From an optimization exercise on the open Yosys and OpenROAD flow, aimed at small area, a short achievable clock period and few clock cycles per item; shortcuts taken in it are not production practice. Function was not checked in any run shown here: the RTL went through the layout flow alone.

File: design.v
module stripe_recover (
    input  wire         clk,
    input  wire         rst,
    input  wire         cfg_valid,
    output wire         cfg_ready,
    input  wire [4:0]   cfg_k,
    input  wire [1:0]   cfg_m,
    input  wire [18:0]  cfg_avail,
    input  wire         in_valid,
    output wire         in_ready,
    input  wire [151:0] in_data,
    output wire         out_valid,
    input  wire         out_ready,
    output wire         out_ok,
    output wire [127:0] out_data
);
    function [7:0] gf_mul;
        input [7:0] a;
        input [7:0] b;
        reg   [7:0] x, acc;
        integer     t;
        begin
            x   = a;
            acc = 8'h00;
            for (t = 0; t < 8; t = t + 1) begin
                if (b[t])
                    acc = acc ^ x;
                x = {x[6:0], 1'b0} ^ (x[7] ? 8'h1D : 8'h00);
            end
            gf_mul = acc;
        end
    endfunction
    function [7:0] gf_mulc;
        input [7:0] a;
        input integer e;
        reg   [7:0] x;
        integer     t;
        begin
            x = a;
            for (t = 0; t < e; t = t + 1)
                x = {x[6:0], 1'b0} ^ (x[7] ? 8'h1D : 8'h00);
            gf_mulc = x;
        end
    endfunction
    function [7:0] gf_zech;
        input [4:0] n;
        begin
            case (n)
            5'd0: gf_zech = 8'h00;
            5'd1: gf_zech = 8'h19;
            5'd2: gf_zech = 8'h32;
            5'd3: gf_zech = 8'hDF;
            5'd4: gf_zech = 8'h64;
            5'd5: gf_zech = 8'h8A;
            5'd6: gf_zech = 8'hBF;
            5'd7: gf_zech = 8'h70;
            5'd8: gf_zech = 8'hC8;
            5'd9: gf_zech = 8'h78;
            5'd10: gf_zech = 8'h15;
            5'd11: gf_zech = 8'hF5;
            5'd12: gf_zech = 8'h7F;
            5'd13: gf_zech = 8'h63;
            5'd14: gf_zech = 8'hE0;
            5'd15: gf_zech = 8'h21;
            5'd16: gf_zech = 8'h91;
            5'd17: gf_zech = 8'h44;
            5'd18: gf_zech = 8'hF0;
            5'd19: gf_zech = 8'h5C;
            5'd20: gf_zech = 8'h2A;
            5'd21: gf_zech = 8'h0A;
            5'd22: gf_zech = 8'hEB;
            5'd23: gf_zech = 8'hC4;
            5'd24: gf_zech = 8'hFE;
            5'd25: gf_zech = 8'h01;
            5'd26: gf_zech = 8'hC6;
            5'd27: gf_zech = 8'h68;
            5'd28: gf_zech = 8'hC1;
            5'd29: gf_zech = 8'hB5;
            5'd30: gf_zech = 8'h42;
            5'd31: gf_zech = 8'h2D;
            default: gf_zech = 8'h00;
            endcase
        end
    endfunction
    function [7:0] gf_pw;
        input [4:0] n;
        begin
            case (n)
            5'd0: gf_pw = 8'h01;
            5'd1: gf_pw = 8'h02;
            5'd2: gf_pw = 8'h04;
            5'd3: gf_pw = 8'h08;
            5'd4: gf_pw = 8'h10;
            5'd5: gf_pw = 8'h20;
            5'd6: gf_pw = 8'h40;
            5'd7: gf_pw = 8'h80;
            5'd8: gf_pw = 8'h1D;
            5'd9: gf_pw = 8'h3A;
            5'd10: gf_pw = 8'h74;
            5'd11: gf_pw = 8'hE8;
            5'd12: gf_pw = 8'hCD;
            5'd13: gf_pw = 8'h87;
            5'd14: gf_pw = 8'h13;
            5'd15: gf_pw = 8'h26;
            5'd16: gf_pw = 8'h4C;
            5'd17: gf_pw = 8'h98;
            5'd18: gf_pw = 8'h2D;
            5'd19: gf_pw = 8'h5A;
            5'd20: gf_pw = 8'hB4;
            5'd21: gf_pw = 8'h75;
            5'd22: gf_pw = 8'hEA;
            5'd23: gf_pw = 8'hC9;
            5'd24: gf_pw = 8'h8F;
            5'd25: gf_pw = 8'h03;
            5'd26: gf_pw = 8'h06;
            5'd27: gf_pw = 8'h0C;
            5'd28: gf_pw = 8'h18;
            5'd29: gf_pw = 8'h30;
            5'd30: gf_pw = 8'h60;
            5'd31: gf_pw = 8'hC0;
            default: gf_pw = 8'h00;
            endcase
        end
    endfunction
    function [7:0] gf_ipow;
        input [7:0] n;
        begin
            case (n)
            8'd0: gf_ipow = 8'h01;
            8'd1: gf_ipow = 8'h8E;
            8'd2: gf_ipow = 8'h47;
            8'd3: gf_ipow = 8'hAD;
            8'd4: gf_ipow = 8'hD8;
            8'd5: gf_ipow = 8'h6C;
            8'd6: gf_ipow = 8'h36;
            8'd7: gf_ipow = 8'h1B;
            8'd8: gf_ipow = 8'h83;
            8'd9: gf_ipow = 8'hCF;
            8'd10: gf_ipow = 8'hE9;
            8'd11: gf_ipow = 8'hFA;
            8'd12: gf_ipow = 8'h7D;
            8'd13: gf_ipow = 8'hB0;
            8'd14: gf_ipow = 8'h58;
            8'd15: gf_ipow = 8'h2C;
            8'd16: gf_ipow = 8'h16;
            8'd17: gf_ipow = 8'h0B;
            8'd18: gf_ipow = 8'h8B;
            8'd19: gf_ipow = 8'hCB;
            8'd20: gf_ipow = 8'hEB;
            8'd21: gf_ipow = 8'hFB;
            8'd22: gf_ipow = 8'hF3;
            8'd23: gf_ipow = 8'hF7;
            8'd24: gf_ipow = 8'hF5;
            8'd25: gf_ipow = 8'hF4;
            8'd26: gf_ipow = 8'h7A;
            8'd27: gf_ipow = 8'h3D;
            8'd28: gf_ipow = 8'h90;
            8'd29: gf_ipow = 8'h48;
            8'd30: gf_ipow = 8'h24;
            8'd31: gf_ipow = 8'h12;
            8'd32: gf_ipow = 8'h09;
            8'd33: gf_ipow = 8'h8A;
            8'd34: gf_ipow = 8'h45;
            8'd35: gf_ipow = 8'hAC;
            8'd36: gf_ipow = 8'h56;
            8'd37: gf_ipow = 8'h2B;
            8'd38: gf_ipow = 8'h9B;
            8'd39: gf_ipow = 8'hC3;
            8'd40: gf_ipow = 8'hEF;
            8'd41: gf_ipow = 8'hF9;
            8'd42: gf_ipow = 8'hF2;
            8'd43: gf_ipow = 8'h79;
            8'd44: gf_ipow = 8'hB2;
            8'd45: gf_ipow = 8'h59;
            8'd46: gf_ipow = 8'hA2;
            8'd47: gf_ipow = 8'h51;
            8'd48: gf_ipow = 8'hA6;
            8'd49: gf_ipow = 8'h53;
            8'd50: gf_ipow = 8'hA7;
            8'd51: gf_ipow = 8'hDD;
            8'd52: gf_ipow = 8'hE0;
            8'd53: gf_ipow = 8'h70;
            8'd54: gf_ipow = 8'h38;
            8'd55: gf_ipow = 8'h1C;
            8'd56: gf_ipow = 8'h0E;
            8'd57: gf_ipow = 8'h07;
            8'd58: gf_ipow = 8'h8D;
            8'd59: gf_ipow = 8'hC8;
            8'd60: gf_ipow = 8'h64;
            8'd61: gf_ipow = 8'h32;
            8'd62: gf_ipow = 8'h19;
            8'd63: gf_ipow = 8'h82;
            8'd64: gf_ipow = 8'h41;
            8'd65: gf_ipow = 8'hAE;
            8'd66: gf_ipow = 8'h57;
            8'd67: gf_ipow = 8'hA5;
            8'd68: gf_ipow = 8'hDC;
            8'd69: gf_ipow = 8'h6E;
            8'd70: gf_ipow = 8'h37;
            8'd71: gf_ipow = 8'h95;
            8'd72: gf_ipow = 8'hC4;
            8'd73: gf_ipow = 8'h62;
            8'd74: gf_ipow = 8'h31;
            8'd75: gf_ipow = 8'h96;
            8'd76: gf_ipow = 8'h4B;
            8'd77: gf_ipow = 8'hAB;
            8'd78: gf_ipow = 8'hDB;
            8'd79: gf_ipow = 8'hE3;
            8'd80: gf_ipow = 8'hFF;
            8'd81: gf_ipow = 8'hF1;
            8'd82: gf_ipow = 8'hF6;
            8'd83: gf_ipow = 8'h7B;
            8'd84: gf_ipow = 8'hB3;
            8'd85: gf_ipow = 8'hD7;
            8'd86: gf_ipow = 8'hE5;
            8'd87: gf_ipow = 8'hFC;
            8'd88: gf_ipow = 8'h7E;
            8'd89: gf_ipow = 8'h3F;
            8'd90: gf_ipow = 8'h91;
            8'd91: gf_ipow = 8'hC6;
            8'd92: gf_ipow = 8'h63;
            8'd93: gf_ipow = 8'hBF;
            8'd94: gf_ipow = 8'hD1;
            8'd95: gf_ipow = 8'hE6;
            8'd96: gf_ipow = 8'h73;
            8'd97: gf_ipow = 8'hB7;
            8'd98: gf_ipow = 8'hD5;
            8'd99: gf_ipow = 8'hE4;
            8'd100: gf_ipow = 8'h72;
            8'd101: gf_ipow = 8'h39;
            8'd102: gf_ipow = 8'h92;
            8'd103: gf_ipow = 8'h49;
            8'd104: gf_ipow = 8'hAA;
            8'd105: gf_ipow = 8'h55;
            8'd106: gf_ipow = 8'hA4;
            8'd107: gf_ipow = 8'h52;
            8'd108: gf_ipow = 8'h29;
            8'd109: gf_ipow = 8'h9A;
            8'd110: gf_ipow = 8'h4D;
            8'd111: gf_ipow = 8'hA8;
            8'd112: gf_ipow = 8'h54;
            8'd113: gf_ipow = 8'h2A;
            8'd114: gf_ipow = 8'h15;
            8'd115: gf_ipow = 8'h84;
            8'd116: gf_ipow = 8'h42;
            8'd117: gf_ipow = 8'h21;
            8'd118: gf_ipow = 8'h9E;
            8'd119: gf_ipow = 8'h4F;
            8'd120: gf_ipow = 8'hA9;
            8'd121: gf_ipow = 8'hDA;
            8'd122: gf_ipow = 8'h6D;
            8'd123: gf_ipow = 8'hB8;
            8'd124: gf_ipow = 8'h5C;
            8'd125: gf_ipow = 8'h2E;
            8'd126: gf_ipow = 8'h17;
            8'd127: gf_ipow = 8'h85;
            8'd128: gf_ipow = 8'hCC;
            8'd129: gf_ipow = 8'h66;
            8'd130: gf_ipow = 8'h33;
            8'd131: gf_ipow = 8'h97;
            8'd132: gf_ipow = 8'hC5;
            8'd133: gf_ipow = 8'hEC;
            8'd134: gf_ipow = 8'h76;
            8'd135: gf_ipow = 8'h3B;
            8'd136: gf_ipow = 8'h93;
            8'd137: gf_ipow = 8'hC7;
            8'd138: gf_ipow = 8'hED;
            8'd139: gf_ipow = 8'hF8;
            8'd140: gf_ipow = 8'h7C;
            8'd141: gf_ipow = 8'h3E;
            8'd142: gf_ipow = 8'h1F;
            8'd143: gf_ipow = 8'h81;
            8'd144: gf_ipow = 8'hCE;
            8'd145: gf_ipow = 8'h67;
            8'd146: gf_ipow = 8'hBD;
            8'd147: gf_ipow = 8'hD0;
            8'd148: gf_ipow = 8'h68;
            8'd149: gf_ipow = 8'h34;
            8'd150: gf_ipow = 8'h1A;
            8'd151: gf_ipow = 8'h0D;
            8'd152: gf_ipow = 8'h88;
            8'd153: gf_ipow = 8'h44;
            8'd154: gf_ipow = 8'h22;
            8'd155: gf_ipow = 8'h11;
            8'd156: gf_ipow = 8'h86;
            8'd157: gf_ipow = 8'h43;
            8'd158: gf_ipow = 8'hAF;
            8'd159: gf_ipow = 8'hD9;
            8'd160: gf_ipow = 8'hE2;
            8'd161: gf_ipow = 8'h71;
            8'd162: gf_ipow = 8'hB6;
            8'd163: gf_ipow = 8'h5B;
            8'd164: gf_ipow = 8'hA3;
            8'd165: gf_ipow = 8'hDF;
            8'd166: gf_ipow = 8'hE1;
            8'd167: gf_ipow = 8'hFE;
            8'd168: gf_ipow = 8'h7F;
            8'd169: gf_ipow = 8'hB1;
            8'd170: gf_ipow = 8'hD6;
            8'd171: gf_ipow = 8'h6B;
            8'd172: gf_ipow = 8'hBB;
            8'd173: gf_ipow = 8'hD3;
            8'd174: gf_ipow = 8'hE7;
            8'd175: gf_ipow = 8'hFD;
            8'd176: gf_ipow = 8'hF0;
            8'd177: gf_ipow = 8'h78;
            8'd178: gf_ipow = 8'h3C;
            8'd179: gf_ipow = 8'h1E;
            8'd180: gf_ipow = 8'h0F;
            8'd181: gf_ipow = 8'h89;
            8'd182: gf_ipow = 8'hCA;
            8'd183: gf_ipow = 8'h65;
            8'd184: gf_ipow = 8'hBC;
            8'd185: gf_ipow = 8'h5E;
            8'd186: gf_ipow = 8'h2F;
            8'd187: gf_ipow = 8'h99;
            8'd188: gf_ipow = 8'hC2;
            8'd189: gf_ipow = 8'h61;
            8'd190: gf_ipow = 8'hBE;
            8'd191: gf_ipow = 8'h5F;
            8'd192: gf_ipow = 8'hA1;
            8'd193: gf_ipow = 8'hDE;
            8'd194: gf_ipow = 8'h6F;
            8'd195: gf_ipow = 8'hB9;
            8'd196: gf_ipow = 8'hD2;
            8'd197: gf_ipow = 8'h69;
            8'd198: gf_ipow = 8'hBA;
            8'd199: gf_ipow = 8'h5D;
            8'd200: gf_ipow = 8'hA0;
            8'd201: gf_ipow = 8'h50;
            8'd202: gf_ipow = 8'h28;
            8'd203: gf_ipow = 8'h14;
            8'd204: gf_ipow = 8'h0A;
            8'd205: gf_ipow = 8'h05;
            8'd206: gf_ipow = 8'h8C;
            8'd207: gf_ipow = 8'h46;
            8'd208: gf_ipow = 8'h23;
            8'd209: gf_ipow = 8'h9F;
            8'd210: gf_ipow = 8'hC1;
            8'd211: gf_ipow = 8'hEE;
            8'd212: gf_ipow = 8'h77;
            8'd213: gf_ipow = 8'hB5;
            8'd214: gf_ipow = 8'hD4;
            8'd215: gf_ipow = 8'h6A;
            8'd216: gf_ipow = 8'h35;
            8'd217: gf_ipow = 8'h94;
            8'd218: gf_ipow = 8'h4A;
            8'd219: gf_ipow = 8'h25;
            8'd220: gf_ipow = 8'h9C;
            8'd221: gf_ipow = 8'h4E;
            8'd222: gf_ipow = 8'h27;
            8'd223: gf_ipow = 8'h9D;
            8'd224: gf_ipow = 8'hC0;
            8'd225: gf_ipow = 8'h60;
            8'd226: gf_ipow = 8'h30;
            8'd227: gf_ipow = 8'h18;
            8'd228: gf_ipow = 8'h0C;
            8'd229: gf_ipow = 8'h06;
            8'd230: gf_ipow = 8'h03;
            8'd231: gf_ipow = 8'h8F;
            8'd232: gf_ipow = 8'hC9;
            8'd233: gf_ipow = 8'hEA;
            8'd234: gf_ipow = 8'h75;
            8'd235: gf_ipow = 8'hB4;
            8'd236: gf_ipow = 8'h5A;
            8'd237: gf_ipow = 8'h2D;
            8'd238: gf_ipow = 8'h98;
            8'd239: gf_ipow = 8'h4C;
            8'd240: gf_ipow = 8'h26;
            8'd241: gf_ipow = 8'h13;
            8'd242: gf_ipow = 8'h87;
            8'd243: gf_ipow = 8'hCD;
            8'd244: gf_ipow = 8'hE8;
            8'd245: gf_ipow = 8'h74;
            8'd246: gf_ipow = 8'h3A;
            8'd247: gf_ipow = 8'h1D;
            8'd248: gf_ipow = 8'h80;
            8'd249: gf_ipow = 8'h40;
            8'd250: gf_ipow = 8'h20;
            8'd251: gf_ipow = 8'h10;
            8'd252: gf_ipow = 8'h08;
            8'd253: gf_ipow = 8'h04;
            8'd254: gf_ipow = 8'h02;
            8'd255: gf_ipow = 8'h01;
            default: gf_ipow = 8'h00;
            endcase
        end
    endfunction
    function [3:0] tadd;
        input [3:0] x;
        input [3:0] y;
        begin
            tadd[0] = x[0] | y[0];
            tadd[1] = x[1] | y[1] | (x[0] & y[0]);
            tadd[2] = x[2] | y[2] | (x[1] & y[0]) | (x[0] & y[1]);
            tadd[3] = x[3] | y[3] | (x[2] & y[0]) | (x[1] & y[1]) | (x[0] & y[2]);
        end
    endfunction
    function [7:0] add255;
        input [7:0] x;
        input [7:0] y;
        reg   [7:0] g, p, g1, p1, g2, p2, g3, p3, cin;
        integer     t;
        begin
            g = x & y;
            p = x ^ y;
            for (t = 0; t < 8; t = t + 1) begin
                g1[t] = (t >= 1) ? (g[t]  | (p[t]  & g[t-1]))  : g[t];
                p1[t] = (t >= 1) ? (p[t]  & p[t-1])             : p[t];
            end
            for (t = 0; t < 8; t = t + 1) begin
                g2[t] = (t >= 2) ? (g1[t] | (p1[t] & g1[t-2])) : g1[t];
                p2[t] = (t >= 2) ? (p1[t] & p1[t-2])            : p1[t];
            end
            for (t = 0; t < 8; t = t + 1) begin
                g3[t] = (t >= 4) ? (g2[t] | (p2[t] & g2[t-4])) : g2[t];
                p3[t] = (t >= 4) ? (p2[t] & p2[t-4])            : p2[t];
            end
            cin[0] = g3[7];
            for (t = 1; t < 8; t = t + 1)
                cin[t] = g3[t-1] | (p3[t-1] & g3[7]);
            add255 = p ^ cin;
        end
    endfunction
    function [7:0] add255_3;
        input [7:0] x;
        input [7:0] y;
        input [7:0] z;
        reg   [7:0] sm, cy;
        begin
            sm = x ^ y ^ z;
            cy = (x & y) | (x & z) | (y & z);
            add255_3 = add255(sm, {cy[6:0], cy[7]});
        end
    endfunction
    function [15:0] kmask;
        input [4:0] n;
        begin
            case (n)
            5'd0: kmask = 16'h0000;
            5'd1: kmask = 16'h0001;
            5'd2: kmask = 16'h0003;
            5'd3: kmask = 16'h0007;
            5'd4: kmask = 16'h000F;
            5'd5: kmask = 16'h001F;
            5'd6: kmask = 16'h003F;
            5'd7: kmask = 16'h007F;
            5'd8: kmask = 16'h00FF;
            5'd9: kmask = 16'h01FF;
            5'd10: kmask = 16'h03FF;
            5'd11: kmask = 16'h07FF;
            5'd12: kmask = 16'h0FFF;
            5'd13: kmask = 16'h1FFF;
            5'd14: kmask = 16'h3FFF;
            5'd15: kmask = 16'h7FFF;
            5'd16: kmask = 16'hFFFF;
            5'd17: kmask = 16'hFFFF;
            5'd18: kmask = 16'hFFFF;
            5'd19: kmask = 16'hFFFF;
            5'd20: kmask = 16'hFFFF;
            5'd21: kmask = 16'hFFFF;
            5'd22: kmask = 16'hFFFF;
            5'd23: kmask = 16'hFFFF;
            5'd24: kmask = 16'hFFFF;
            5'd25: kmask = 16'hFFFF;
            5'd26: kmask = 16'hFFFF;
            5'd27: kmask = 16'hFFFF;
            5'd28: kmask = 16'hFFFF;
            5'd29: kmask = 16'hFFFF;
            5'd30: kmask = 16'hFFFF;
            5'd31: kmask = 16'hFFFF;
            default: kmask = 16'hFFFF;
            endcase
        end
    endfunction
    reg [15:0] f_pm, f_er;
    reg [3:0]  f_pre [0:15];    
    reg [3:0]  f_p0, f_p1, f_p2;
    reg [3:0]  f_ne;
    reg [2:0]  f_rp, f_nr;
    reg        f_fail;
    reg [15:0] f_km;
    integer    fc, fl;
    always @(*) begin
        f_km = kmask(cfg_k);
        f_pm = cfg_avail[15:0] & f_km;
        f_er = ~cfg_avail[15:0] & f_km;
        for (fc = 0; fc < 16; fc = fc + 1)
            f_pre[fc] = {3'b000, f_er[fc]};
        for (fl = 1; fl < 16; fl = fl * 2)
            for (fc = 15; fc >= 0; fc = fc - 1)
                if (fc >= fl)
                    f_pre[fc] = tadd(f_pre[fc], f_pre[fc - fl]);
        f_p0 = 4'd0;
        f_p1 = 4'd0;
        f_p2 = 4'd0;
        for (fc = 0; fc < 16; fc = fc + 1) begin
            if (fc == 0) begin
                if (f_er[0]) f_p0 = f_p0 | 4'd0;
            end else begin
                if (f_er[fc] && !f_pre[fc-1][0])
                    f_p0 = f_p0 | fc[3:0];
                if (f_er[fc] && f_pre[fc-1][0] && !f_pre[fc-1][1])
                    f_p1 = f_p1 | fc[3:0];
                if (f_er[fc] && f_pre[fc-1][1] && !f_pre[fc-1][2])
                    f_p2 = f_p2 | fc[3:0];
            end
        end
        f_ne = f_pre[15];
        f_rp[0] = (cfg_m != 2'd0) && cfg_avail[16];
        f_rp[1] = cfg_m[1] && cfg_avail[17];
        f_rp[2] = (cfg_m == 2'd3) && cfg_avail[18];
        f_nr[0] = |f_rp;
        f_nr[1] = (f_rp[0] & f_rp[1]) | (f_rp[0] & f_rp[2]) | (f_rp[1] & f_rp[2]);
        f_nr[2] = &f_rp;
        f_fail = (f_ne[0] & !f_nr[0]) | (f_ne[1] & !f_nr[1]) | (f_ne[2] & !f_nr[2]) | f_ne[3];
    end
    reg [15:0] q_pm;            
    reg [3:0]  q_p0, q_p1, q_p2;    
    reg [2:0]  q_ne;            
    reg [2:0]  q_rp;            
    reg        q_fail;
    wire ld = !out_valid || out_ready;    
    reg  busy;                            
    assign cfg_ready = ld;
    assign in_ready  = ld && !busy;
    always @(posedge clk) begin
        if (rst)
            busy <= 1'b0;
        else
            busy <= cfg_valid && ld;
    end
    always @(posedge clk) begin
        if (cfg_valid && ld) begin
            q_pm   <= f_pm;
            q_p0   <= f_p0;
            q_p1   <= f_p1;
            q_p2   <= f_p2;
            q_ne   <= f_ne[2:0];
            q_rp   <= f_rp;
            q_fail <= f_fail;
        end
    end
    wire [1:0] r0   = q_rp[0] ? 2'd0 : (q_rp[1] ? 2'd1 : 2'd2);
    wire [1:0] r1   = (q_rp[0] && q_rp[1]) ? 2'd1 : 2'd2;
    wire [1:0] dd   = (q_rp[0] && !q_rp[1]) ? 2'd2 : 2'd1;   
    wire       e1   = q_ne[0] && !q_ne[1];
    wire       e2   = q_ne[1] && !q_ne[2];
    wire       e3   = q_ne[2];
    wire       fail = q_fail;
    wire [4:0] pa = {1'b0, q_p0};
    wire [4:0] pb = {1'b0, q_p1};
    wire [4:0] pc = {1'b0, q_p2};
    wire [3:0] dba = q_p1 - q_p0;
    wire [3:0] dca = q_p2 - q_p0;
    wire [3:0] dcb = q_p2 - q_p1;
    wire [7:0] z_ba = gf_zech((e2 && dd == 2'd2) ? {dba, 1'b0} : {1'b0, dba});
    wire [7:0] z_ca = e3 ? gf_zech({1'b0, dca}) : 8'h00;
    wire [7:0] z_cb = e3 ? gf_zech({1'b0, dcb}) : 8'h00;
    wire [4:0] sab  = pa + pb;
    wire [1:0] rs0  = e1 ? r0 : (e2 ? r1 : 2'd2);
    wire [4:0] sm0  = (rs0 == 2'd0) ? 5'd0 : ((rs0 == 2'd1) ? pa : {pa[3:0], 1'b0});
    wire [4:0] sm1  = (e2 && r0 == 2'd0) ? ((dd == 2'd1) ? pa : {pa[3:0], 1'b0}) : sab;
    reg  [7:0] a_z0, a_z1, a_z2;
    reg  [4:0] a_sm0, a_sm1;
    always @(posedge clk) begin
        a_z0  <= e1 ? 8'h00 : z_ba;
        a_z1  <= z_ca;
        a_z2  <= z_cb;
        a_sm0 <= sm0;
        a_sm1 <= sm1;
    end
    wire [7:0] lk0  = add255_3({3'd0, a_sm0}, a_z0, a_z1);
    wire [7:0] lk1  = add255_3({3'd0, a_sm1}, a_z0, a_z2);
    wire [4:0] db  = (dd == 2'd2) ? {pb[3:0], 1'b0} : pb;
    wire [4:0] da  = (dd == 2'd2) ? {pa[3:0], 1'b0} : pa;
    reg  [7:0] b00, b01, b10, b11;
    reg        b02, b12;
    always @(*) begin
        b00 = 8'h00; b01 = 8'h00; b02 = 1'b0;
        b10 = 8'h00; b11 = 8'h00; b12 = 1'b0;
        if (e1) begin
            b00 = (r0 == 2'd0) ? 8'h01 : 8'h00;
            b01 = (r0 == 2'd1) ? 8'h01 : 8'h00;
            b02 = (r0 == 2'd2);
        end else if (e2) begin
            if (r0 == 2'd0) begin
                b00 = gf_pw(db);
                b10 = gf_pw(da);
            end else begin
                b01 = gf_pw(db);
                b11 = gf_pw(da);
            end
            if (r1 == 2'd1) begin
                b01 = 8'h01;
                b11 = 8'h01;
            end else begin
                b02 = 1'b1;
                b12 = 1'b1;
            end
        end else begin
            b00 = gf_pw(pb + pc);
            b01 = gf_pw(pb) ^ gf_pw(pc);
            b02 = 1'b1;
            b10 = gf_pw(pa + pc);
            b11 = gf_pw(pa) ^ gf_pw(pc);
            b12 = 1'b1;
        end
    end
    reg [7:0] c_b00, c_b01, c_b10, c_b11, c_k0, c_k1;
    reg       c_b02, c_b12;
    always @(posedge clk) begin
        c_b00 <= b00;
        c_b01 <= b01;
        c_b02 <= b02;
        c_b10 <= b10;
        c_b11 <= b11;
        c_b12 <= b12;
        c_k0  <= gf_ipow(lk0);
        c_k1  <= gf_ipow(lk1);
    end
    reg         v1;
    reg [127:0] md;             
    reg [7:0]   s0, s1, s2;     
    reg [127:0] f_md;
    reg [7:0]   f_s0, f_s1, f_s2;
    reg [7:0]   tq [0:15];
    reg [7:0]   tz [0:15];
    integer     sc;
    always @(*) begin
        for (sc = 0; sc < 16; sc = sc + 1) begin
            f_md[sc*8 +: 8] = in_data[sc*8 +: 8] & {8{q_pm[sc]}};
            tq[sc] = f_md[sc*8 +: 8];
            tz[sc] = f_md[sc*8 +: 8];
        end
        f_s0 = in_data[128 +: 8];
        for (sc = 0; sc < 16; sc = sc + 1)
            f_s0 = f_s0 ^ f_md[sc*8 +: 8];
        for (sc = 0; sc < 16; sc = sc + 2) begin
            tq[sc] = tq[sc] ^ gf_mulc(tq[sc + 1], 1);
            tz[sc] = tz[sc] ^ gf_mulc(tz[sc + 1], 2);
        end
        for (sc = 0; sc < 16; sc = sc + 4) begin
            tq[sc] = tq[sc] ^ gf_mulc(tq[sc + 2], 2);
            tz[sc] = tz[sc] ^ gf_mulc(tz[sc + 2], 4);
        end
        for (sc = 0; sc < 16; sc = sc + 8) begin
            tq[sc] = tq[sc] ^ gf_mulc(tq[sc + 4], 4);
            tz[sc] = tz[sc] ^ gf_mulc(tz[sc + 4], 8);
        end
        for (sc = 0; sc < 16; sc = sc + 16) begin
            tq[sc] = tq[sc] ^ gf_mulc(tq[sc + 8], 8);
            tz[sc] = tz[sc] ^ gf_mulc(tz[sc + 8], 16);
        end
        f_s1 = in_data[136 +: 8] ^ tq[0];
        f_s2 = in_data[144 +: 8] ^ tz[0];
    end
    always @(posedge clk) begin
        if (rst)
            v1 <= 1'b0;
        else if (ld)
            v1 <= in_valid && !busy;
        if (ld) begin
            md <= f_md;
            s0 <= f_s0;
            s1 <= f_s1;
            s2 <= f_s2;
        end
    end
    wire [7:0] t0 = gf_mul(c_b00, s0) ^ gf_mul(c_b01, s1) ^ (s2 & {8{c_b02}});
    wire [7:0] t1 = gf_mul(c_b10, s0) ^ gf_mul(c_b11, s1) ^ (s2 & {8{c_b12}});
    wire [7:0] x0 = gf_mul(c_k0, t0);
    wire [7:0] x1 = gf_mul(c_k1, t1);
    wire [7:0] x2 = s0 ^ x0 ^ x1;
    reg [127:0] f_out;
    integer     oc;
    always @(*) begin
        for (oc = 0; oc < 16; oc = oc + 1)
            f_out[oc*8 +: 8] = md[oc*8 +: 8] |
                               (x0 & {8{q_ne[0] && q_p0 == oc[3:0]}}) |
                               (x1 & {8{q_ne[1] && q_p1 == oc[3:0]}}) |
                               (x2 & {8{q_ne[2] && q_p2 == oc[3:0]}});
    end
    assign out_valid = v1;
    assign out_ok    = !fail;
    assign out_data  = f_out;
endmodule
File: run.sh
#!/bin/bash
# synth_recipe.tcl (not shown) runs the flow's synth.tcl, then flattens the netlist and writes it again
# the make line also repeats each setting of config.mk as NAME=value (left out here)
make -C /OpenROAD-flow-scripts/flow DESIGN_CONFIG=/design/flow/config.mk WORK_HOME=/design/flow/orfs CLKGATE_MAP_FILE= SYNTH_SCRIPT=/design/flow/synth_recipe.tcl finish
File: config.mk
export PLATFORM = sky130hd
export DESIGN_NAME = stripe_recover
export DESIGN_NICKNAME = stripe_recover
export VERILOG_FILES = /design/flow/design.v
export SDC_FILE = /design/flow/constraint.sdc
export NUM_CORES = 4
export LEC_CHECK = 0
export CAP_MARGIN = 20
export CORE_MARGIN = 2
export CORE_UTILIZATION = 40
export SLEW_MARGIN = 20
File: constraint.sdc
create_clock -name core_clock -period 14.0 [get_ports {clk}]
set_input_delay 2.8000 -clock core_clock [delete_from_list [all_inputs] [get_ports {clk}]]
set_output_delay 2.8000 -clock core_clock [all_outputs]
set_load 0.01 [all_outputs]
==> qor.yml, run 1 <==
hold_buffers: 0
synth.area.top_cells: "xnor2_1 (17%), edfxtp_1 (14%), nand2_1 (7.9%)"
synth_async_sr_flop_share_pct: 0
cp.required_ns: 11.20
fill_cells: 9913
grt_antenna_before_repair: 5
slew_viol_final: 0
ff_latch_area_sq_um: 7310
worstMarginPinSlew_ns: 1.34
cts_root_buffer: "clkbuf_16"
critPathArrivalTime_ns: 7.10
rsz0062_at_grt: "no"
die-width_microns: 317
design.portCount: 315
die_h_microns: 317
max_freq_mhz: 101
grtUsageMet2_pct: 52.2
grt_pass1_vias: 38758
cts_resized: 0
htree_levels: 2
grt_max_degree: 151
final_util_pct: 46.1
hpwlAfterDp_microns: 138000
multi_input_area_sq_um: 30000
grt-busiest-layer: "met2"
wl_per_cell_microns: 27.2
nets: 5726
die_area_sq_um: 101000
track_usage_pct: 34.4
clock_latency_ns: 0.60
relSlewSlack_pct: 8.12
routed_wl_microns: 182000
syn_area_per_cell_sq_um: 7.37
cap_violations: 0
worst_hold_path_type: "reg -> reg"
crit_buf_inv: 1
seq_area_frac_synth_pct: 18.6
synth_cell_types: 87
clk_path_buf_depth: 3
grt_pass1_wl_microns: 264000
initial_core_util_pct: 40.5
vias: 42217
crit_path_top_delay_cell: "xnor3_1"
finalCritPeriodShare_pct: 70.7
yosys.area.top_type_share_pct: 16.8
cts_tree: "yes"
post-cts-setup-buffer-count: 0
grt_util_met1_pct: 45.1
met3_usage_pct: 6.61
fin_skew_ns: 0.0305
layout_min_cycle_time_ns: 9.90
core-area_sq_um: 97000
critPathMaxFanout: 20
drtIter0Drc: 6538
cp_top_family: "XOR/XNOR gates"
clkTransAtPathRegs_ns: 0.07
synth.most_common_cell: "nand2_1"
viasPerCell: 6.31
row_count: 114
firstDrtPassIters: 7
synth_commonest_cells: "nand2_1 (831), xnor2_1 (756), nor2_1 (496)"
setup_violations: 0
ys_warn_count: 4
cts.sinks: 272
numCtsBuffers: 37
status: "no timing/DRC/antenna violations"
area_growth_pct: 13.7
synth_area_leader_cell: "xnor2_1"
drive_gt1_share_pct: 4.67
end_kind: "output port"
ys_seq_elements: 272
drc: 0
place_congestion: 1.09
worstPathCellList: "nand2_1 > xor2_1 > xnor2_1 > xnor2_1 > xnor3_1 > xnor2_1 > xor2_1 > mux2_1 > a22oi_1 > o32ai_1 > a221o_1 > xnor2_4 > xnor3_1 > o21ai_1 > clkdlybuf4s50_1"
cp_common_cell: "xnor2_1"
synth_edf_count: 186
critPathLaunchType: "flip-flop"
hold_viol_final: 0
worstSetupPathType: "reg -> out"
tns_ns: 0
ant_nets: 0
yosys_most_used_dff: "edfxtp_1"
syn-cell-area_sq_um: 39300
syn_nets: 5671
synthCells: 5333
port_buffers: 314
grt_overflow_total: 0
cpPeakStageDelay_ns: 1.04
[layout by cell type (no fill, tap or decap), types with 33 or more instances in the layout]
master             n
a31oi_1           55
and2_1            46
o211ai_1         104
nand3_1          132
mux2i_1           35
inv_1            175
ha_1             137
o221ai_1          48
xnor2_1          742
nand2_1          831
a311oi_1          38
nor3_1            95
o21ai_0          291
xnor3_1           34
a22oi_1           48
clkdlybuf4s50_1  314
edfxtp_1         186
a221oi_1          51
clkbuf_16         39
o22ai_1           56
a21oi_1          408
a211oi_1          70
xor2_1           259
dfxtp_1           86
buf_4             84
nor2_1           495
nor2b_1           36
o21ai_1           33
[cell type report]
cell class | count | area share, %
Clock inverter | 27 | 0.663
Multi-Input combinational cell | 4490 | 67.1
Clock buffer | 40 | 2.19
Antenna cell | 2 | 0.0112
Tap cell | 1276 | 3.57
Inverter | 185 | 1.55
Timing Repair Buffer | 402 | 8.58
Sequential cell | 272 | 16.3
[final timing paths]
path | startpoint | slack, ns | end | depth (start not counted)
max | s0[0]$_DFFE_PN_ | 4.10 | out_data[111] | 15
min | busy$_SDFF_PP0_ | 0.53 | v1$_SDFFE_PP0N_ | 2
max reg2reg | a_z0[1]$_SDFF_PP0_ | 7.58 | c_k1[4]$_DFF_P_ | 18
min reg2reg | busy$_SDFF_PP0_ | 0.53 | v1$_SDFFE_PP0N_ | 2
[per-layer routing]
metal  vias up  part of all wire (%)
li1      18801                     -
met1     19706                    39
met2      3099                    43
met3       605                    11
met4         6                   7.5
met5         -                 0.022
[cells by family (layout without fill, tap and decap cells)]
kind of cell	after synthesis	in the layout	share of synthesized area, %
DFF	272	272	18.6
and+or+nand+nor	1761	1761	19.0
xor gates and xnor gates	1083	1083	26.0
AOI/OAI and AO/OA	1438	1438	23.9
adders and majority gates	157	157	5.33
other	0	2	0
muxes	51	51	1.40
buffers and inverters	571	654	5.76
[flip-flops by register name (all words and copies together) (netlist names), 2 cells and up]
register,flops
c_k0,8
a_z2,8
c_b10,8
a_z0,8
q_ne,3
q_pm,16
a_z1,8
s2,8
q_rp,2
q_p0,4
s0,8
a_sm0,5
a_sm1,5
c_k1,8
c_b00,8
q_p2,4
c_b01,8
s1,8
q_p1,4
md,128
c_b11,8
[stage by stage]
step	worst slack [ns]	area (sq um)	std cells	hold slack (ns)
after floorplan	4.18	39300	5333	0.486
after global placement	4.84	43300	6622	0.520
after detailed placement	4.76	43400	6623	0.518
after CTS	4.09	44600	6690	0.528
after global routing	3.87	44700	6693	0.576
final	4.10	44700	6694	0.526
[worst register-to-register path: stages, from the launching register on]
cell and delay [ns]:
dfxtp_1 0.35, fa_1 0.49, ha_1 0.41, a21o_1 0.20, a21o_1 0.13, a21oi_1 0.08
o21ai_0 0.27, a21o_1 0.19, a21oi_1 0.11, fa_1 0.47, xnor2_2 0.16, buf_4 0.37
inv_1 0.53, ha_1 0.68, a21oi_1 0.48, a21oi_1 0.14, a221oi_1 0.32, nor3_1 0.08
a2111oi_1 0.78
==> run 2, diff against run 1 <==
--- a/design.v
+++ b/design.v
@@ -521,5 +521,7 @@
     reg [2:0]  q_rp;            
     reg        q_fail;
-    wire ld = !out_valid || out_ready;    
+    reg  v1, v2;                          
+    wire ld2 = !v2 || out_ready;          
+    wire ld  = !v1 || ld2;                
     reg  busy;                            
     assign cfg_ready = ld;
@@ -620,5 +622,4 @@
         c_k1  <= gf_ipow(lk1);
     end
-    reg         v1;
     reg [127:0] md;             
     reg [7:0]   s0, s1, s2;     
@@ -682,6 +683,18 @@
                                (x2 & {8{q_ne[2] && q_p2 == oc[3:0]}});
     end
-    assign out_valid = v1;
-    assign out_ok    = !fail;
-    assign out_data  = f_out;
+    reg [127:0] r_out;
+    reg         r_ok;
+    always @(posedge clk) begin
+        if (rst)
+            v2 <= 1'b0;
+        else if (ld2)
+            v2 <= v1;
+        if (ld2) begin
+            r_out <= f_out;
+            r_ok  <= !fail;
+        end
+    end
+    assign out_valid = v2;
+    assign out_ok    = r_ok;
+    assign out_data  = r_out;
 endmodule
==> qor.yml, run 2 <==
status: "no timing/DRC/antenna violations"
hold_viol_final: 0
clkTransAtPathRegs_ns: 0.06
track_usage_pct: 32.2
min-delay-start: "busy$_SDFF_PP0_"
die_h_microns: 337
synth.area.top_cells: "edfxtp_1 (21%), xnor2_1 (14%), nand2_1 (7.2%)"
critPathLaunchType: "input port"
grt_max_degree: 74
die-width_microns: 337
hold_buffers: 0
cp.required_ns: 14.41
place_congestion: 1.01
reg2reg_from: "a_z0[3]$_SDFF_PP0_"
critPathArrivalTime_ns: 8.38
wl_per_cell_microns: 26.8
most-common-layout-cells: "nand2_1 (847), xnor2_1 (709), a21oi_1 (488), nor2_1 (400), edfxtp_1 (315)"
cp_common_cell: "a2111oi_0"
fin_skew_ns: 0.0307
design_area_sq_um: 50100
design.portCount: 315
grt_pass1_wl_microns: 275000
ys_seq_elements: 402
slew_viol_final: 0
htree_levels: 2
crit_path_top_delay_cell: "a2111oi_0"
worst_hold_path_type: "reg -> reg"
whs_endpoint: "v1$_SDFFE_PP0N_"
reg2reg_to: "c_k0[2]$_DFF_P_"
hpwlAfterDp_microns: 142000
rsz0062_at_grt: "no"
syn_area_per_cell_sq_um: 8.03
synth_edf_count: 315
routed_wl_microns: 190000
viasPerCell: 6.22
core-area_sq_um: 110000
synthCells: 5515
cts_tree: "yes"
setup_violations: 0
max_freq_mhz: 125
end_kind: "flip-flop"
numCtsBuffers: 47
die_area_sq_um: 113000
syn_nets: 5853
reg_top3: "md x128, r_out x128, q_pm x16"
whs_path_depth: 2
cts_resized: 0
ys_warn_count: 4
worstSetupPathType: "in -> reg"
yosys_most_used_dff: "edfxtp_1"
critPathMaxFanout: 14
reg2reg_depth: 18
area_growth_pct: 13.2
reg2reg_setup_slack_ns: 6.98
drc: 0
cap_violations: 0
port_buffers: 314
finalCritPeriodShare_pct: 56.9
nets: 5911
worstPathCellList: "clkdlybuf4s50_1 > nor3_1 > a21oi_1 > nor2_1 > nand2_1 > a221o_1 > a2111oi_0 > o21ai_0 > a2111oi_0 > a31oi_1 > and3_1 > o2111ai_1"
firstDrtPassIters: 9
place_area_sq_um: 48500
clk_path_buf_depth: 3
drive_gt1_share_pct: 5.71
syn-cell-area_sq_um: 44300
worstMarginPinSlew_ns: 1.25
yosys.area.top_type_share_pct: 21.4
grt_pass1_vias: 40060
synth_cell_types: 96
clock_latency_ns: 0.61
post-cts-setup-buffer-count: 0
layout_min_cycle_time_ns: 7.97
grt_antenna_before_repair: 7
relSlewSlack_pct: 15.9
row_count: 122
synth.most_common_cell: "nand2_1"
grt_overflow_total: 0
layout_commonest_cell: "nand2_1"
initial_core_util_pct: 40.2
seq_area_frac_synth_pct: 25.3
cpPeakStageDelay_ns: 0.86
ant_nets: 0
synth_commonest_cells: "nand2_1 (848), xnor2_1 (724), a21oi_1 (488)"
vias: 44162
cts.sinks: 402
drtIter0Drc: 6864
synth_area_leader_cell: "edfxtp_1"
synth_async_sr_flop_share_pct: 0
cts_root_buffer: "clkbuf_16"
tns_ns: 0
## run 2: logic make-up (layout without fill, tap and decap cells)
| group | count (synthesis) | after routing | share of synthesized area [%] |
|---|---|---|---|
| xor+xnor | 1081 | 1081 | 23.9 |
| compound gates | 1504 | 1504 | 21.8 |
| buf+inv | 578 | 672 | 5.32 |
| fa+ha+maj | 157 | 157 | 4.73 |
| mux | 74 | 74 | 2.08 |
| other cells | 0 | 2 | 0 |
| flops | 402 | 402 | 25.3 |
| simple gates | 1719 | 1719 | 16.8 |
## run 2: layout make-up
cell class	count	area [sq um]
Antenna cell	2	5.00
Clock buffer	54	1220
Clock inverter	31	355
Fill cell	11011	60100
Inverter	179	674
Multi-Input combinational cell	4535	30900
Sequential cell	402	11200
Tap cell	1488	1860
Timing Repair Buffer	408	3860
## run 2: through the flow
step	util (%)	std cells	hold slack, ns	setup slack [ns]
after floorplan	-	5515	0.463	5.06
after global placement	44.0	7010	0.514	6.04
after detailed placement	44.0	7010	0.517	5.68
after CTS	45.4	7095	0.528	6.27
after global routing	45.5	7097	0.551	5.82
final	45.5	7099	0.526	6.03
## run 2: how the worst max path moves through the flow
| stage | from | cells past startpoint | to |
|---|---|---|---|
| detailed placement | cfg_k[4] | 12 | q_p2[2]$_SDFFCE_PP1P_ |
| global placement | cfg_k[4] | 12 | q_p2[2]$_SDFFCE_PP1P_ |
| floorplan | out_ready | 2 | cfg_ready |
| CTS | cfg_k[4] | 12 | q_p2[2]$_SDFFCE_PP1P_ |
| global route | cfg_k[4] | 12 | q_p2[2]$_SDFFCE_PP1P_ |
| finish | cfg_k[4] | 12 | q_p2[2]$_SDFFCE_PP1P_ |
## run 2: critical path, delay by kind of cell
kind                   cells  cell delay [ns]
AND/OR/NAND/NOR            4             2.19
AO/OA/AOI/OAI              7             2.70
buffers and inverters      1             0.67
## run 2: metal layers
layer / vias to the layer above / global-route usage (%) / share of wire, %
met5: - / 0 / 0.044
met4: 12 / 11.4 / 4.4
met3: 499 / 6.44 / 11
met2: 3013 / 49.3 / 44
met1: 21017 / 44.9 / 41
li1: 19621 / - / -
==> run 3, diff against run 2 <==
==> flow/run.sh (new file) <==
#!/bin/bash
set -euo pipefail
bash standard.sh SETUP_SLACK_MARGIN=7.5 finish > flow_make.log 2>&1
==> standard.sh (new file) <==
#!/bin/bash
# synth_recipe.tcl (not shown) runs the flow's synth.tcl, then flattens the netlist and writes it again
# the make line also repeats each setting of config.mk as NAME=value (left out here)
make -C /OpenROAD-flow-scripts/flow DESIGN_CONFIG=/design/flow/config.mk WORK_HOME=/design/flow/orfs CLKGATE_MAP_FILE= SYNTH_SCRIPT=/design/flow/synth_recipe.tcl "${@:-finish}"
removed: run.sh
==> qor.yml, run 3 <==
cp.required_ns: 11.20
critPathLaunchType: "input port"
instances_no_fill: 7118
synth.most_common_cell: "nand2_1"
tns_ns: 0
cts_root_buffer: "clkbuf_16"
cap_violations: 0
syn_nets: 5853
clk_path_buf_depth: 3
rsz0062_at_grt: "no"
yosys.area_share.adder_pct: 4.73
hpwlAfterDp_microns: 144000
synth_cell_types: 96
routed_wl_microns: 193000
grt_antenna_before_repair: 4
most-common-layout-cells: "nand2_1 (846), xnor2_1 (709), a21oi_1 (487), nor2_1 (398), edfxtp_1 (315)"
nets: 5930
cts.sinks: 402
cts_tree: "yes"
whs_path_depth: 1
grt_pass1_wl_microns: 278000
initial_core_util_pct: 40.2
ant_nets: 0
place_congestion: 1.01
clock_latency_ns: 0.63
design.portCount: 315
drtIter0Drc: 6543
firstDrtPassIters: 6
area_growth_pct: 13.8
reg_top3: "md x128, r_out x128, q_pm x16"
syn_area_per_cell_sq_um: 8.03
dpl.cell_count: 7024
setup_violations: 0
reg2reg_setup_slack_ns: 7.67
worstSetupPathType: "in -> out"
vias: 43937
drive_gt1_share_pct: 6.29
synth_async_sr_flop_share_pct: 0
synth.area.top_cells: "edfxtp_1 (21%), xnor2_1 (14%), nand2_1 (7.2%)"
seq_area_frac_synth_pct: 25.3
synth_xor_xnor_area_share_pct: 23.9
clkTransAtPathRegs_ns: 0.06
synth_edf_count: 315
layout_commonest_cell: "nand2_1"
finalCritPeriodShare_pct: 45.7
grt_overflow_total: 0
synthCells: 5515
fin_skew_ns: 0.0292
reg2reg_depth: 13
worst_hold_path_type: "reg -> reg"
die-width_microns: 337
relSlewSlack_pct: 24.2
port_buffers: 314
viasPerCell: 6.17
end_kind: "output port"
synthSimpleGateAreaFrac_pct: 16.8
grt_pass1_vias: 40123
slew_viol_final: 0
track_usage_pct: 32.9
critPathMaxFanout: 2
synth_commonest_cells: "nand2_1 (848), xnor2_1 (724), a21oi_1 (488)"
hold_viol_final: 0
numCtsBuffers: 48
hold_buffers: 0
worstMarginPinSlew_ns: 1.14
synth_compound_area_share_pct: 21.8
critPathArrivalTime_ns: 3.59
layout_min_cycle_time_ns: 6.39
die_area_sq_um: 113000
die_h_microns: 337
yosys_most_used_dff: "edfxtp_1"
synth_mux_area_share_pct: 2.08
antenna_cells: 0
synth_top_family_by_area: "XOR/XNOR gates"
grt_max_degree: 74
drc: 0
status: "no timing/DRC/antenna violations"
htree_levels: 2
row_count: 122
core-area_sq_um: 110000
max_freq_mhz: 156
yosys.area.top_type_share_pct: 21.4
ys_warn_count: 4
syn-cell-area_sq_um: 44300
synth_area_leader_cell: "edfxtp_1"
wl_per_cell_microns: 27.1
ys_seq_elements: 402
[run 3: cell types whose count changed in the layout (fill, tap and decap cells not counted), moves of 3 or more]
cell	before	now
clkinv_2	5	8
clkdlybuf4s50_1	314	310
inv_6	6	3
buf_2	0	3
buf_4	93	110
[run 3: cell families after synthesis]
kind of cell,after synthesis
AOI/OAI and AO/OA,1504
xor gates and xnor gates,1081
adders and majority gates,157
buffers and inverters,578
DFF,402
muxes,74
and+or+nand+nor,1719
[run 3: per-stage QoR]
stage / utilization [%] / instance area, sq um / worst slack, ns / hold WS [ns]
after floorplan: - / 44300 / 7.60 / 0.486
after global placement: 44.1 / 48600 / 6.49 / 0.531
after detailed placement: 44.1 / 48600 / 6.53 / 0.520
after CTS: 45.6 / 50300 / 7.52 / 0.545
after global routing: 45.7 / 50400 / 7.51 / 0.582
final: 45.7 / 50400 / 7.61 / 0.556
[run 3: critical path: stages]
cell and delay, ns:
dlygate4sd2_1 0.26, nor2b_4 0.18, buf_4 0.14, a21oi_1 0.06
buf_2 0.16
[run 3: worst paths after layout]
check | end | startpoint
worst min register to register | r_ok$_DFFE_PP_ | q_fail$_DFFE_PP_
worst max register to register | r_out[18]$_DFFE_PP_ | c_b00[7]$_SDFF_PP0_
worst min-delay path | r_ok$_DFFE_PP_ | q_fail$_DFFE_PP_
worst max-delay path | in_ready | out_ready
[run 3: area by class of cell]
class | count | area, sq um
fillers | 11021 | 59800
flip-flops and latches | 402 | 11200
clock buffers | 55 | 1260
multi-input cells | 4536 | 31000
well taps | 1488 | 1860
repair buffers | 425 | 3970
clock inverters | 33 | 380
inverters | 179 | 683
[run 3: layer usage]
layer | GRT usage, % | up-vias | part of all wire, %
met4 | 12.1 | 8 | 4.4
met3 | 6.60 | 412 | 11
met1 | 45.3 | 21062 | 41
met5 | 0 | - | 0.031
met2 | 50.7 | 2783 | 44
li1 | - | 19672 | -
[run 3: what timing repair did]
item | in CTS | in global routing
buffers inserted | 3 | 2
gates resized for setup | 14 | 14
gates cloned | 1 | 0
setup endpoints to repair | 12 | 25
pin swaps | 1 | 1
==> run 4, diff against run 3 <==
--- a/design.v
+++ b/design.v
@@ -474,51 +474,15 @@
         end
     endfunction
-    reg [15:0] f_pm, f_er;
-    reg [3:0]  f_pre [0:15];    
-    reg [3:0]  f_p0, f_p1, f_p2;
-    reg [3:0]  f_ne;
-    reg [2:0]  f_rp, f_nr;
-    reg        f_fail;
     reg [15:0] f_km;
-    integer    fc, fl;
+    reg [2:0]  f_rp;
     always @(*) begin
         f_km = kmask(cfg_k);
-        f_pm = cfg_avail[15:0] & f_km;
-        f_er = ~cfg_avail[15:0] & f_km;
-        for (fc = 0; fc < 16; fc = fc + 1)
-            f_pre[fc] = {3'b000, f_er[fc]};
-        for (fl = 1; fl < 16; fl = fl * 2)
-            for (fc = 15; fc >= 0; fc = fc - 1)
-                if (fc >= fl)
-                    f_pre[fc] = tadd(f_pre[fc], f_pre[fc - fl]);
-        f_p0 = 4'd0;
-        f_p1 = 4'd0;
-        f_p2 = 4'd0;
-        for (fc = 0; fc < 16; fc = fc + 1) begin
-            if (fc == 0) begin
-                if (f_er[0]) f_p0 = f_p0 | 4'd0;
-            end else begin
-                if (f_er[fc] && !f_pre[fc-1][0])
-                    f_p0 = f_p0 | fc[3:0];
-                if (f_er[fc] && f_pre[fc-1][0] && !f_pre[fc-1][1])
-                    f_p1 = f_p1 | fc[3:0];
-                if (f_er[fc] && f_pre[fc-1][1] && !f_pre[fc-1][2])
-                    f_p2 = f_p2 | fc[3:0];
-            end
-        end
-        f_ne = f_pre[15];
         f_rp[0] = (cfg_m != 2'd0) && cfg_avail[16];
         f_rp[1] = cfg_m[1] && cfg_avail[17];
         f_rp[2] = (cfg_m == 2'd3) && cfg_avail[18];
-        f_nr[0] = |f_rp;
-        f_nr[1] = (f_rp[0] & f_rp[1]) | (f_rp[0] & f_rp[2]) | (f_rp[1] & f_rp[2]);
-        f_nr[2] = &f_rp;
-        f_fail = (f_ne[0] & !f_nr[0]) | (f_ne[1] & !f_nr[1]) | (f_ne[2] & !f_nr[2]) | f_ne[3];
     end
     reg [15:0] q_pm;            
-    reg [3:0]  q_p0, q_p1, q_p2;    
-    reg [2:0]  q_ne;            
+    reg [15:0] q_er;            
     reg [2:0]  q_rp;            
-    reg        q_fail;
     reg  v1, v2;                          
     wire ld2 = !v2 || out_ready;          
@@ -535,26 +499,62 @@
     always @(posedge clk) begin
         if (cfg_valid && ld) begin
-            q_pm   <= f_pm;
-            q_p0   <= f_p0;
-            q_p1   <= f_p1;
-            q_p2   <= f_p2;
-            q_ne   <= f_ne[2:0];
-            q_rp   <= f_rp;
-            q_fail <= f_fail;
+            q_pm <= cfg_avail[15:0] & f_km;
+            q_er <= ~cfg_avail[15:0] & f_km;
+            q_rp <= f_rp;
+        end
+    end
+    reg [3:0]  g_pre [0:15];    
+    reg [3:0]  g_p0, g_p1, g_p2;
+    reg [3:0]  g_ne;
+    reg [2:0]  g_nr;
+    reg        g_fail;
+    integer    fc, fl;
+    always @(*) begin
+        for (fc = 0; fc < 16; fc = fc + 1)
+            g_pre[fc] = {3'b000, q_er[fc]};
+        for (fl = 1; fl < 16; fl = fl * 2)
+            for (fc = 15; fc >= 0; fc = fc - 1)
+                if (fc >= fl)
+                    g_pre[fc] = tadd(g_pre[fc], g_pre[fc - fl]);
+        g_p0 = 4'd0;
+        g_p1 = 4'd0;
+        g_p2 = 4'd0;
+        for (fc = 1; fc < 16; fc = fc + 1) begin
+            if (q_er[fc] && !g_pre[fc-1][0])
+                g_p0 = g_p0 | fc[3:0];
+            if (q_er[fc] && g_pre[fc-1][0] && !g_pre[fc-1][1])
+                g_p1 = g_p1 | fc[3:0];
+            if (q_er[fc] && g_pre[fc-1][1] && !g_pre[fc-1][2])
+                g_p2 = g_p2 | fc[3:0];
         end
+        g_ne = g_pre[15];
+        g_nr[0] = |q_rp;
+        g_nr[1] = (q_rp[0] & q_rp[1]) | (q_rp[0] & q_rp[2]) | (q_rp[1] & q_rp[2]);
+        g_nr[2] = &q_rp;
+        g_fail = (g_ne[0] & !g_nr[0]) | (g_ne[1] & !g_nr[1]) | (g_ne[2] & !g_nr[2]) | g_ne[3];
+    end
+    reg [3:0]  q_p0, q_p1, q_p2;
+    reg [2:0]  q_ne;
+    reg        q_fail;
+    always @(posedge clk) begin
+        q_p0   <= g_p0;
+        q_p1   <= g_p1;
+        q_p2   <= g_p2;
+        q_ne   <= g_ne[2:0];
+        q_fail <= g_fail;
     end
     wire [1:0] r0   = q_rp[0] ? 2'd0 : (q_rp[1] ? 2'd1 : 2'd2);
     wire [1:0] r1   = (q_rp[0] && q_rp[1]) ? 2'd1 : 2'd2;
     wire [1:0] dd   = (q_rp[0] && !q_rp[1]) ? 2'd2 : 2'd1;   
-    wire       e1   = q_ne[0] && !q_ne[1];
-    wire       e2   = q_ne[1] && !q_ne[2];
-    wire       e3   = q_ne[2];
+    wire       e1   = g_ne[0] && !g_ne[1];
+    wire       e2   = g_ne[1] && !g_ne[2];
+    wire       e3   = g_ne[2];
     wire       fail = q_fail;
-    wire [4:0] pa = {1'b0, q_p0};
-    wire [4:0] pb = {1'b0, q_p1};
-    wire [4:0] pc = {1'b0, q_p2};
-    wire [3:0] dba = q_p1 - q_p0;
-    wire [3:0] dca = q_p2 - q_p0;
-    wire [3:0] dcb = q_p2 - q_p1;
+    wire [4:0] pa = {1'b0, g_p0};
+    wire [4:0] pb = {1'b0, g_p1};
+    wire [4:0] pc = {1'b0, g_p2};
+    wire [3:0] dba = g_p1 - g_p0;
+    wire [3:0] dca = g_p2 - g_p0;
+    wire [3:0] dcb = g_p2 - g_p1;
     wire [7:0] z_ba = gf_zech((e2 && dd == 2'd2) ? {dba, 1'b0} : {1'b0, dba});
     wire [7:0] z_ca = e3 ? gf_zech({1'b0, dca}) : 8'h00;
==> flow/run.sh (replaced) <==
#!/bin/bash
set -euo pipefail
bash standard.sh SETUP_SLACK_MARGIN=8.0 finish > flow_make.log 2>&1
==> qor.yml, run 4 <==
synth.most_common_cell: "xnor2_1"
routed_wl_microns: 183000
syn_nets: 5683
critPathLaunchType: "input port"
area_growth_pct: 15.1
setup_violations: 0
max_freq_mhz: 162
port_buffers: 314
drtIter0Drc: 6878
slew_viol_final: 0
drive_gt1_share_pct: 6.91
numCtsBuffers: 48
grt_max_degree: 86
critPathArrivalTime_ns: 3.36
relSlewSlack_pct: 19.0
cts_root_buffer: "clkbuf_16"
layout_commonest_cell: "xnor2_1"
ant_nets: 0
grt_pass1_wl_microns: 265000
fill_cells: 10675
synth_async_sr_flop_share_pct: 0
worst_hold_path_type: "reg -> reg"
initial_core_util_pct: 40.3
design.portCount: 315
synth_cell_types: 93
min-delay-start: "q_fail$_DFF_P_"
timing.final.ws_setup_ns: 7.84
cp.depth: 5
crit_path_top_delay_cell: "buf_6"
htree_levels: 2
worstMarginPinSlew_ns: 1.21
seq_area_frac_synth_pct: 26.4
cts_tree: "yes"
cap_violations: 0
synth.area.top_cells: "edfxtp_1 (22%), xnor2_1 (15%), nand2_1 (6.3%)"
hpwlAfterDp_microns: 137000
clkTransAtPathRegs_ns: 0.07
end_kind: "output port"
reg2reg_from: "c_b01[5]$_SDFF_PP0_"
reg_top3: "md x128, r_out x128"
grt_antenna_before_repair: 4
detailedPlace.worstSlack_ns: 6.63
ys_warn_count: 4
reg2reg_depth: 14
viasPerCell: 6.23
wl_per_cell_microns: 26.5
tns_ns: 0
multi_input_area_sq_um: 30600
place_congestion: 1.06
row_count: 121
critPathMaxFanout: 2
clk_path_buf_depth: 3
cts.sinks: 419
synth_area_leader_cell: "edfxtp_1"
layout_min_cycle_time_ns: 6.16
cp_top_family: "buffers and inverters"
firstDrtPassIters: 8
die-width_microns: 335
track_usage_pct: 31.3
grt_overflow_total: 0
ff_latch_area_sq_um: 11600
hold_viol_final: 0
core-area_sq_um: 109000
cp-startpoint: "out_ready"
worstSetupPathType: "in -> out"
nets: 5784
most-common-layout-cells: "xnor2_1 (737), nand2_1 (732), a21oi_1 (447), nor2_1 (368), edfxtp_1 (316)"
synth_edf_count: 316
synthCells: 5345
die_area_sq_um: 112000
crit_buf_inv: 3
cp_common_cell: "buf_6"
status: "no timing/DRC/antenna violations"
drc: 0
worstPathCellList: "buf_6 > nor2b_4 > buf_12 > nand2_8 > buf_6"
yosys_most_used_dff: "edfxtp_1"
die_h_microns: 335
grt_pass1_vias: 38835
finalCritPeriodShare_pct: 44.0
rsz0062_at_grt: "yes"
cpPeakStageDelay_ns: 0.16
synth_commonest_cells: "xnor2_1 (763), nand2_1 (734), a21oi_1 (450)"
yosys.area.top_type_share_pct: 21.7
clock_latency_ns: 0.66
vias: 42999
fin_skew_ns: 0.0444
whs_path_depth: 1
ys_seq_elements: 419
cp.required_ns: 11.20
syn_area_per_cell_sq_um: 8.20
syn-cell-area_sq_um: 43800
run 4: final cells by class:
cell class | instances | share of cell area (%)
Antenna cell | 2 | 0.00992
Clock buffer | 54 | 2.43
Clock inverter | 35 | 0.933
Inverter | 196 | 1.49
Multi-Input combinational cell | 4342 | 60.6
Sequential cell | 419 | 22.9
Tap cell | 1414 | 3.51
Timing Repair Buffer | 438 | 8.12
Timing Repair inverter | 1 | 0.00992
run 4: stage by stage:
stage / utilization [%] / instances / area, sq um / hold WS (ns)
finish: 46.4 / 6901 / 50400 / 0.427
global route: 46.4 / 6900 / 50400 / 0.452
CTS: 46.1 / 6881 / 50100 / 0.430
detailed placement: 44.3 / 6779 / 48100 / 0.425
global placement: 44.3 / 6779 / 48100 / 0.417
floorplan: - / 5345 / 43900 / 0.413
run 4: cell families (layout without fill, tap and decap cells):
logic type,Yosys count,after routing,share of synthesized area (%)
AND/OR/NAND/NOR,1547,1550,15.4
AO/OA/AOI/OAI,1453,1453,21.9
XOR/XNOR,1081,1081,23.7
buffers and inverters,587,724,5.29
flip-flops,419,419,26.4
adder cells (fa/ha/maj),176,176,5.21
multiplexers,82,82,2.11
other,0,2,0
run 4: worst register-to-register path, stage by stage (launching register included):
cell      delay [ns]
dfxtp_1         0.78
xnor2_1         0.21
xnor2_1         0.69
nand2_1         0.15
xnor2_1         0.17
xnor2_1         0.13
xnor3_1         0.72
nor2_1          0.12
xnor2_1         0.27
xnor3_1         0.40
xor2_2          0.15
buf_4           0.23
xnor2_4         0.59
nand2b_2        0.51
o221ai_1        0.35
run 4: worst paths after layout:
path	endpoint	slack, ns
max	cfg_ready	7.84
min	r_ok$_DFFE_PP_	0.43
max reg2reg	r_out[1]$_DFFE_PP_	8.19
min reg2reg	r_ok$_DFFE_PP_	0.43
run 4: layer usage:
metal | part of all wire, % | GRT usage, % | wire (microns)
met3 | 12 | 7.88 | 22600
met2 | 41 | 45.5 | 75700
met4 | 2.8 | 7.04 | 5210
met1 | 43 | 46.1 | 79400
met5 | 0.015 | 0.0868 | 27
run 4: repair_timing:
| item | in CTS | in global routing |
|---|---|---|
| buffers inserted | 9 | 18 |
| resized for setup | 41 | 44 |
| cloned | 4 | 0 |
| hold buffers | 0 | 0 |
| endpoints found under the setup margin | 84 | 108 |
| pin swaps | 2 | 0 |

==> static timing again, ports no longer ideal <==
How much do the figures lean on ideal ports? The routed layouts below were timed once more, with nothing changed but the port constraints.
Step 1: set_driving_cell puts a clkbuf_16 on clk and a buf_2 on each other input, an assumption about the parent block.
Step 2 also shifts input and output timing later by t, the mid clock arrival at the registers, as if the neighbouring blocks saw the same clock.
Slacks: no drivers / after step 1 / after step 2; pairs: no drivers / after step 1.
run	t (ns)	slack for setup (ns)	clock arrival spread, ns	worst slew at a driven data input, ns
run 1	0.653	4.103 / 4.033 / 4.686	0.031 / 0.031	0.10
run 2	0.674	6.031 / 6.076 / 5.401	0.037 / 0.037	0.08
run 3	0.697	7.606 / 7.589 / 7.095	0.030 / 0.030	0.08
run 4	0.707	7.841 / 7.807 / 7.382	0.046 / 0.046	0.10
After both steps setup and hold are still met in every run listed. For run 2, which loses most, drivers alone change the setup slack by +0.045 ns; drivers and shift together by -0.630 ns.
